This is an optimization exercise on Yosys and OpenROAD, whose aim is small area, a short achievable clock period and few clock cycles per item, not a production implementation. At most, simulation tests tie the RTL to the original design; equivalence was not proved.

delta:
Design aes_enc, start of the top module:
module aes_enc (
    input  wire         clk,
    input  wire         rst,         
    input  wire         start,       
    input  wire [1:0]   key_len,     
    input  wire [255:0] key,         
    input  wire [127:0] din,         
    output wire         ready,       
    output reg          done,        
    output wire [127:0] dout
);
Settings: LEC_CHECK=0, CAP_MARGIN=20, CORE_MARGIN=2, CORE_UTILIZATION=45, PLACE_DENSITY=0.6, SLEW_MARGIN=20, SYNTH_HIERARCHICAL=1; clock period 15.0 ns.
standard.sh (not shown) runs the stock make flow with config.mk's settings and CLKGATE_MAP_FILE= SYNTH_SCRIPT=/design/flow/synth_recipe.tcl, a recipe that flattens the netlist after the stock synthesis.
==> flow/flow/run.sh <==
#!/bin/bash
# Layout flow: the standard flow (standard.sh, unchanged synthesis), with
# plain buf_1 cells as the port buffers instead of the flow's default choice,
# and timing repair asked for a setup margin (the SDC is unchanged).
set -euo pipefail
bash standard.sh "BUFFER_PORTS_ARGS=-buffer_cell sky130_fd_sc_hd__buf_1" "SETUP_SLACK_MARGIN=8.7" finish > make_finish.log 2>&1
Changes in beta relative to delta:
- PLACE_DENSITY changed from 0.6 to 0.7
- CORE_UTILIZATION changed from 45 to 60
==> flow/flow/run.sh <==
#!/bin/bash
# Layout flow: the standard flow (standard.sh, unchanged synthesis), with
# plain buf_1 cells as the port buffers instead of the flow's default choice.
set -euo pipefail
bash standard.sh "BUFFER_PORTS_ARGS=-buffer_cell sky130_fd_sc_hd__buf_1" finish > make_finish.log 2>&1
Results
- Of beta and delta, it is beta that has the lower post-route cell area.
- Higher tightest slew margin relative to the limit among delta and beta: beta
- The sequential share of layout area in beta sits 2.7 points above the value recorded for delta.
- beta vs. delta: count of clock-net buffers in the final layout fell by 4.
No run of this note included a check of the RTL's function; only the layout flow was run.

Setup of job 101:
Another version of the RTL of aes_enc (not shown whole).
For scale: roughly 520 I/O pins, about 0.056 mm² of cells after synthesis.
clock: 15.0 ns
lec_check: 0
cap_margin: 20
core_margin: 2
core_utilization: 52
place_density: 0.6
slew_margin: 20
synth_hierarchical: 1
==> flow/flow/run.sh <==
#!/bin/bash
# Layout flow: the standard flow (standard.sh, unchanged synthesis), with
# plain buf_1 cells as the port buffers instead of the flow's default choice,
# a clock tree of clkbuf_16 cells without dummy loads, and timing repair asked
# for a setup margin (the SDC is unchanged).
set -euo pipefail
bash standard.sh "BUFFER_PORTS_ARGS=-buffer_cell sky130_fd_sc_hd__buf_1" "SETUP_SLACK_MARGIN=10.5" \
  "CTS_ARGS=-sink_clustering_enable -repair_clock_nets -dont_use_dummy_load -buf_list sky130_fd_sc_hd__clkbuf_16" \
  finish > make_finish.log 2>&1
Testbench counts of job 101, summed over its fixed seeds: cycles 28,456, blocks 2,400.
## Diff of input files: job 102 against job 101
- a change of CORE_UTILIZATION from 52 to 45
[summary]
Number of antenna violations at the first check in global routing, job 102 and job 101: smaller value in job 101
Job 102 vs job 101: non-clock buffer count down
Cell with the largest stage delay on the worst path: sky130_fd_sc_hd__dfxtp_4 -> job 101, sky130_fd_sc_hd__dfxtp_1 -> job 102
Compared with job 101, job 102 shows placeable core region that has gone up by more than 10%.
Going from job 101 to job 102, fraction of area in registers down 0.21 points, final period utilization held steady.
From job 101 to job 102, sequential-to-total area share from yosys stat did not move at all.
Job 102 gives less multi-input gate share of total cell area than job 101 did.
Between job 102 and job 101, post-route cell area is lower for job 101, job 102 comes in above that.
From job 101 to job 102, number of buffers added to fix hold violations after cts did not move at all.
Setup changes, job 102 to job 103
- swapping 45 for 40 in CORE_UTILIZATION
Per the comparison of job 103 with job 102, number of clock buffers in the layout went up by 3, via count went up by 172. The final reports for job 103 and job 102 show antenna diode count higher in the former. Job 102 -> job 103: routed wire length increased by a few percent. In job 103, amount of wire on met3 after detailed routing is higher than in job 102. Job 103 against job 102: setup slack now larger, number of unique standard cell types used by synthesis comparable, design area now larger.
For job 104, these inputs were changed with respect to job 103:
- a change of CORE_UTILIZATION from 40 to 45
==> flow/flow/run.sh <==
#!/bin/bash
# Layout flow: the standard flow (standard.sh, unchanged synthesis), with
# plain buf_1 cells as the port buffers instead of the flow's default choice,
# a clock tree of clkbuf_8 cells without dummy loads, and timing repair asked
# for a setup margin (the SDC is unchanged).
set -euo pipefail
bash standard.sh "BUFFER_PORTS_ARGS=-buffer_cell sky130_fd_sc_hd__buf_1" "SETUP_SLACK_MARGIN=10.5" \
  "CTS_ARGS=-sink_clustering_enable -repair_clock_nets -dont_use_dummy_load -buf_list sky130_fd_sc_hd__clkbuf_8" \
  finish > make_finish.log 2>&1
--- outcome ---
Job 104 ends up with a signed area change from the synthesized netlist to the final layout that is 0.86 points lower than in job 103. Going from job 103 to job 104, non-clock buffer count grew slightly. Of job 104 and job 103, job 104 shows the higher met2 demand-to-capacity share in global routing, with job 103 below it.

== yarrow ==
Another version of the RTL of aes_enc (not shown whole).
Size in the first run: ~5,200 cells after synthesis, roughly 580 flip-flops, about 520 I/O pins, ~46,000 sq um of cells after synthesis.
export LEC_CHECK = 0
export CAP_MARGIN = 20
export CORE_MARGIN = 2
export CORE_UTILIZATION = 45
export PLACE_DENSITY = 0.6
export SLEW_MARGIN = 20
export SYNTH_HIERARCHICAL = 1
create_clock -name core_clock -period 15.0 [get_ports {clk}]
==> flow/flow/run.sh <==
#!/bin/bash
# Layout flow: the standard flow (standard.sh, unchanged synthesis), with
# plain buf_1 cells as the port buffers instead of the flow's default choice,
# a clock tree of clkbuf_8 cells without dummy loads, and timing repair asked
# for a setup margin (the SDC is unchanged).
set -euo pipefail
bash standard.sh "BUFFER_PORTS_ARGS=-buffer_cell sky130_fd_sc_hd__buf_1" "SETUP_SLACK_MARGIN=8" \
  "CTS_ARGS=-sink_clustering_enable -repair_clock_nets -dont_use_dummy_load -buf_list sky130_fd_sc_hd__clkbuf_8" \
  finish > make_finish.log 2>&1
Testbench counts of yarrow, summed over its fixed seeds: cycles 27,736, blocks 2,400.
### yarrow -> juniper
- PLACE_DENSITY: 0.6 -> 0.68
- CORE_UTILIZATION: 45 -> 55
==> run summary <==
NOTE cell count after placement yarrow->juniper decreased by a few percent
When the final numbers for juniper and yarrow were put side by side, the fraction of area in multi-input gates turned out to be smaller in yarrow.
Met3 track utilization from global routing delta for juniper relative to yarrow: 2.1 points higher
Against yarrow, juniper reports a transition at the pin with the smallest max-transition slack that is lower.
Edits applied to the flow inputs when going from juniper to onyx:
- PLACE_DENSITY changed from 0.68 to 0.6
- CORE_UTILIZATION changed from 55 to 45
==> flow/flow/run.sh <==
#!/bin/bash
# Layout flow: the standard flow (standard.sh, unchanged synthesis), with
# plain buf_1 cells as the port buffers instead of the flow's default choice,
# and timing repair asked for a setup margin (the SDC is unchanged).
set -euo pipefail
bash standard.sh "BUFFER_PORTS_ARGS=-buffer_cell sky130_fd_sc_hd__buf_1" "SETUP_SLACK_MARGIN=8" finish > make_finish.log 2>&1
Notes after the runs:
NOTE first-pass GRT wire length juniper->onyx increased by a few percent. The via count reported for onyx is lower than the one for juniper. juniper vs onyx, endpoint of the worst setup timing path: dout_r[76] vs st_n[46]. Delta (onyx minus juniper): detailed-routed wire length on met3 closely matched the old numbers; time the worst path needs with I/O delays and setup decreased by 29 ps relative to the old numbers; worst hold slack increased by 7.8 ps relative to the old numbers.

aes_enc again, from the RTL that the note above started with.
Design aes_enc, start of the top module:
module aes_enc (
    input  wire         clk,
    input  wire         rst,         
    input  wire         start,       
    input  wire [1:0]   key_len,     
    input  wire [255:0] key,         
    input  wire [127:0] din,         
    output wire         ready,       
    output reg          done,        
    output wire [127:0] dout
);
export LEC_CHECK = 0
export CAP_MARGIN = 20
export CORE_MARGIN = 2
export CORE_UTILIZATION = 45
export PLACE_DENSITY = 0.6
export SLEW_MARGIN = 20
export SYNTH_HIERARCHICAL = 1
create_clock -name core_clock -period 15.0 [get_ports {clk}]
==> flow/flow/run.sh <==
#!/bin/bash
# Layout flow: the standard flow (standard.sh, unchanged synthesis), with
# plain buf_1 cells as the port buffers instead of the flow's default choice,
# a clock tree of clkbuf_8 cells without dummy loads, and timing repair asked
# for a setup margin (the SDC is unchanged).
set -euo pipefail
bash standard.sh "BUFFER_PORTS_ARGS=-buffer_cell sky130_fd_sc_hd__buf_1" "SETUP_SLACK_MARGIN=8.5" \
  "CTS_ARGS=-sink_clustering_enable -repair_clock_nets -dont_use_dummy_load -buf_list sky130_fd_sc_hd__clkbuf_8" \
  finish > make_finish.log 2>&1
Testbench counts at the start, summed over its fixed seeds: cycles 27,736, blocks 2,400.
Edit:
--- a/flow/flow/run.sh
+++ b/flow/flow/run.sh
@@ -5,5 +5,5 @@
 # for a setup margin (the SDC is unchanged).
 set -euo pipefail
-bash standard.sh "BUFFER_PORTS_ARGS=-buffer_cell sky130_fd_sc_hd__buf_1" "SETUP_SLACK_MARGIN=8.5" \
+bash standard.sh "BUFFER_PORTS_ARGS=-buffer_cell sky130_fd_sc_hd__buf_1" "SETUP_SLACK_MARGIN=8" \
   "CTS_ARGS=-sink_clustering_enable -repair_clock_nets -dont_use_dummy_load -buf_list sky130_fd_sc_hd__clkbuf_8" \
   finish > make_finish.log 2>&1
- PLACE_DENSITY: 0.6 -> 0.75
What happened: The changed run finished clean. Global-route usage goes down by 1.2 points. Routed wire length fell by 3.0%. Non-clock buffer count went down by 138. Register-to-register slack degrades by 0.54 ns.

run 1:
aes_enc, a different RTL version from the one above (not shown whole).
Size: ~5800 cells after synthesis, about 1000 flip-flops, ~520 I/O pins.
## aes_enc
module aes_enc (
    input  wire         clk,
    input  wire         rst,         
    input  wire         start,       
    input  wire [1:0]   key_len,     
    input  wire [255:0] key,         
    input  wire [127:0] din,         
    output wire         ready,       
    output reg          done,        
    output wire [127:0] dout
);
Settings: LEC_CHECK=0, CAP_MARGIN=20, CORE_MARGIN=2, CORE_UTILIZATION=45, PLACE_DENSITY=0.6, SLEW_MARGIN=20, SYNTH_HIERARCHICAL=1; clock period 15.0 ns.
==> flow/flow/run.sh <==
#!/bin/bash
# Layout flow: the standard flow (standard.sh, unchanged synthesis), with
# plain buf_1 cells as the port buffers instead of the flow's default choice,
# a clock tree of clkbuf_8 cells without dummy loads, and timing repair asked
# for a setup margin (the SDC is unchanged).
set -euo pipefail
bash standard.sh "BUFFER_PORTS_ARGS=-buffer_cell sky130_fd_sc_hd__buf_1" "SETUP_SLACK_MARGIN=8" \
  "CTS_ARGS=-sink_clustering_enable -repair_clock_nets -dont_use_dummy_load -buf_list sky130_fd_sc_hd__clkbuf_8" \
  finish > make_finish.log 2>&1
Run 1: PASS, flow complete, no timing, DRC or antenna violations
Testbench counts of run 1, summed over its fixed seeds: cycles 28,456, blocks 2,400.
What run 2 does differently from run 1 at the input level:
# run 1
export LEC_CHECK = 0
export CAP_MARGIN = 20
export CORE_MARGIN = 2
export CORE_UTILIZATION = 45
export PLACE_DENSITY = 0.6
export SLEW_MARGIN = 20
export SYNTH_HIERARCHICAL = 1
create_clock -name core_clock -period 15.0 [get_ports {clk}]
# run 2
export LEC_CHECK = 0
export CAP_MARGIN = 20
export CORE_MARGIN = 2
export CORE_UTILIZATION = 55
export PLACE_DENSITY = 0.68
export SLEW_MARGIN = 20
export SYNTH_HIERARCHICAL = 1
create_clock -name core_clock -period 15.0 [get_ports {clk}]
diff --git a/flow/flow/run.sh b/flow/flow/run.sh
--- a/flow/flow/run.sh
+++ b/flow/flow/run.sh
@@ -5,5 +5,5 @@
 # for a setup margin (the SDC is unchanged).
 set -euo pipefail
-bash standard.sh "BUFFER_PORTS_ARGS=-buffer_cell sky130_fd_sc_hd__buf_1" "SETUP_SLACK_MARGIN=8" \
+bash standard.sh "BUFFER_PORTS_ARGS=-buffer_cell sky130_fd_sc_hd__buf_1" "SETUP_SLACK_MARGIN=10" \
   "CTS_ARGS=-sink_clustering_enable -repair_clock_nets -dont_use_dummy_load -buf_list sky130_fd_sc_hd__clkbuf_8" \
   finish > make_finish.log 2>&1
## What came out
Diff run 2..run 1 | total of buffers placed on input and output ports | unchanged
Total number of vias: run 2 > run 1
For run 3, these inputs were changed with respect to run 2:
# run 2
export LEC_CHECK = 0
export CAP_MARGIN = 20
export CORE_MARGIN = 2
export CORE_UTILIZATION = 55
export PLACE_DENSITY = 0.68
export SLEW_MARGIN = 20
export SYNTH_HIERARCHICAL = 1
create_clock -name core_clock -period 15.0 [get_ports {clk}]
# run 3
export LEC_CHECK = 0
export CAP_MARGIN = 20
export CORE_MARGIN = 2
export CORE_UTILIZATION = 45
export PLACE_DENSITY = 0.6
export SLEW_MARGIN = 20
export SYNTH_HIERARCHICAL = 1
create_clock -name core_clock -period 15.0 [get_ports {clk}]
diff --git a/flow/flow/run.sh b/flow/flow/run.sh
--- a/flow/flow/run.sh
+++ b/flow/flow/run.sh
@@ -5,5 +5,5 @@
 # for a setup margin (the SDC is unchanged).
 set -euo pipefail
-bash standard.sh "BUFFER_PORTS_ARGS=-buffer_cell sky130_fd_sc_hd__buf_1" "SETUP_SLACK_MARGIN=10" \
+bash standard.sh "BUFFER_PORTS_ARGS=-buffer_cell sky130_fd_sc_hd__buf_1" "SETUP_SLACK_MARGIN=11" \
   "CTS_ARGS=-sink_clustering_enable -repair_clock_nets -dont_use_dummy_load -buf_list sky130_fd_sc_hd__clkbuf_8" \
   finish > make_finish.log 2>&1
### Flow results
Run 3 completed every stage of the flow, and the final layout passed the timing, DRC and antenna checks. Looking at number of non-clock buffers in the layout, run 3 sits 565 higher than run 2 does. Count of instances resized after the clock tree is built, run 3 and run 2: higher on run 3. The worst-path maximum fanout in run 3 sits 39 below the value recorded for run 2. In the flow results for run 3 and run 2, the remaining max-slew budget at the tightest pin is larger on run 2. Between run 3 and run 2, the portion of the clock cycle consumed by the worst path in the final layout is lower for run 3. In the metrics for run 3 and run 2, the one carrying the lower placed wire-length estimate is run 2. Re mean instance size in the synthesized netlist: no difference whatsoever between run 2 and run 3. Depth of the worst register-to-register path in run 3 is 3 above run 2. Relative to run 2, row count has increased by 10% in run 3. The lower final routed wirelength across all metal layers of run 3 and run 2 is in run 2.

== purple ==
Another version of the RTL of aes_enc (not shown whole).
Size in the first run: ~6600 cells after synthesis, ~1000 flip-flops, roughly 520 I/O pins.
clock: 15.0 ns
lec_check: 0
cap_margin: 20
core_margin: 2
core_utilization: 45
place_density: 0.6
slew_margin: 20
synth_hierarchical: 1
==> flow/flow/run.sh <==
#!/bin/bash
# Layout flow: the standard flow (standard.sh, unchanged synthesis), with
# plain buf_1 cells as the port buffers instead of the flow's default choice,
# a clock tree of clkbuf_8 cells without dummy loads, and timing repair asked
# for a setup margin (the SDC is unchanged).
set -euo pipefail
bash standard.sh "BUFFER_PORTS_ARGS=-buffer_cell sky130_fd_sc_hd__buf_1" "SETUP_SLACK_MARGIN=10.8" \
  "CTS_ARGS=-sink_clustering_enable -repair_clock_nets -dont_use_dummy_load -buf_list sky130_fd_sc_hd__clkbuf_8" \
  finish > make_finish.log 2>&1
purple reached the final stage; the timing, DRC and antenna checks on its layout passed.
Testbench counts of purple, summed over its fixed seeds: cycles 28,456, blocks 2,400.
Here is what was changed in the inputs of red compared with purple.
--- a/flow/flow/run.sh
+++ b/flow/flow/run.sh
@@ -5,5 +5,5 @@
 # for a setup margin (the SDC is unchanged).
 set -euo pipefail
-bash standard.sh "BUFFER_PORTS_ARGS=-buffer_cell sky130_fd_sc_hd__buf_1" "SETUP_SLACK_MARGIN=10.8" \
+bash standard.sh "BUFFER_PORTS_ARGS=-buffer_cell sky130_fd_sc_hd__buf_1" "SETUP_SLACK_MARGIN=10.2" \
   "CTS_ARGS=-sink_clustering_enable -repair_clock_nets -dont_use_dummy_load -buf_list sky130_fd_sc_hd__clkbuf_8" \
   finish > make_finish.log 2>&1
Findings:
Summary of red over purple: non-clock buffer count decreased by 11% relative to the old numbers; number of diodes increased by 5 relative to the old numbers; setup slack decreased by 0.29 ns relative to the old numbers.
Wire: red routes less than purple
Against purple, the final cell area of red is lower.

[what the ideal ports hide]
The results above use ideal ports. As a check the final layouts listed here were re-extracted and re-timed, cells and wires unchanged. Step 1 assumes that a clkbuf_16 drives the clock port and a buf_2 every other input. Step 2 adds t to the input delays and takes it off the output delays; t is the mean of the earliest and latest rising clock arrival at the registers after step 1. Input paths then give back, and output paths get back, about the clock's delay inside the block. a / b / c = ideal / step 1 / step 2; a / b = the first two.
run	t, ns	setup slack, ns	worst register clock-pin slew, ns
delta	0.697	8.732 / 8.732 / 8.732	0.07 / 0.07
beta	0.678	7.086 / 7.086 / 7.086	0.07 / 0.07
job 101	0.748	10.678 / 10.604 / 10.212	0.07 / 0.07
job 102	0.796	10.669 / 10.595 / 10.138	0.07 / 0.07
job 103	0.800	10.685 / 10.605 / 10.263	0.07 / 0.07
job 104	0.945	10.540 / 10.471 / 10.230	0.07 / 0.07
yarrow	0.826	8.148 / 8.148 / 8.148	0.07 / 0.07
juniper	0.805	8.153 / 8.153 / 8.153	0.07 / 0.07
onyx	0.715	8.181 / 8.181 / 8.181	0.07 / 0.07
the first run of note 4	0.818	8.645 / 8.645 / 8.645	0.07 / 0.07
the second run of note 4	0.797	8.103 / 8.103 / 8.103	0.07 / 0.07
run 1	0.950	9.809 / 9.809 / 9.809	0.07 / 0.07
run 2	0.889	10.031 / 10.031 / 10.031	0.07 / 0.07
run 3	0.942	10.591 / 10.524 / 10.212	0.08 / 0.08
purple	0.931	10.567 / 10.482 / 10.195	0.07 / 0.07
red	0.931	10.278 / 10.194 / 10.172	0.07 / 0.07
After both steps every run listed still meets setup and hold. For job 102, which loses most, drivers alone change the setup slack by -0.074 ns; drivers and shift together by -0.531 ns.
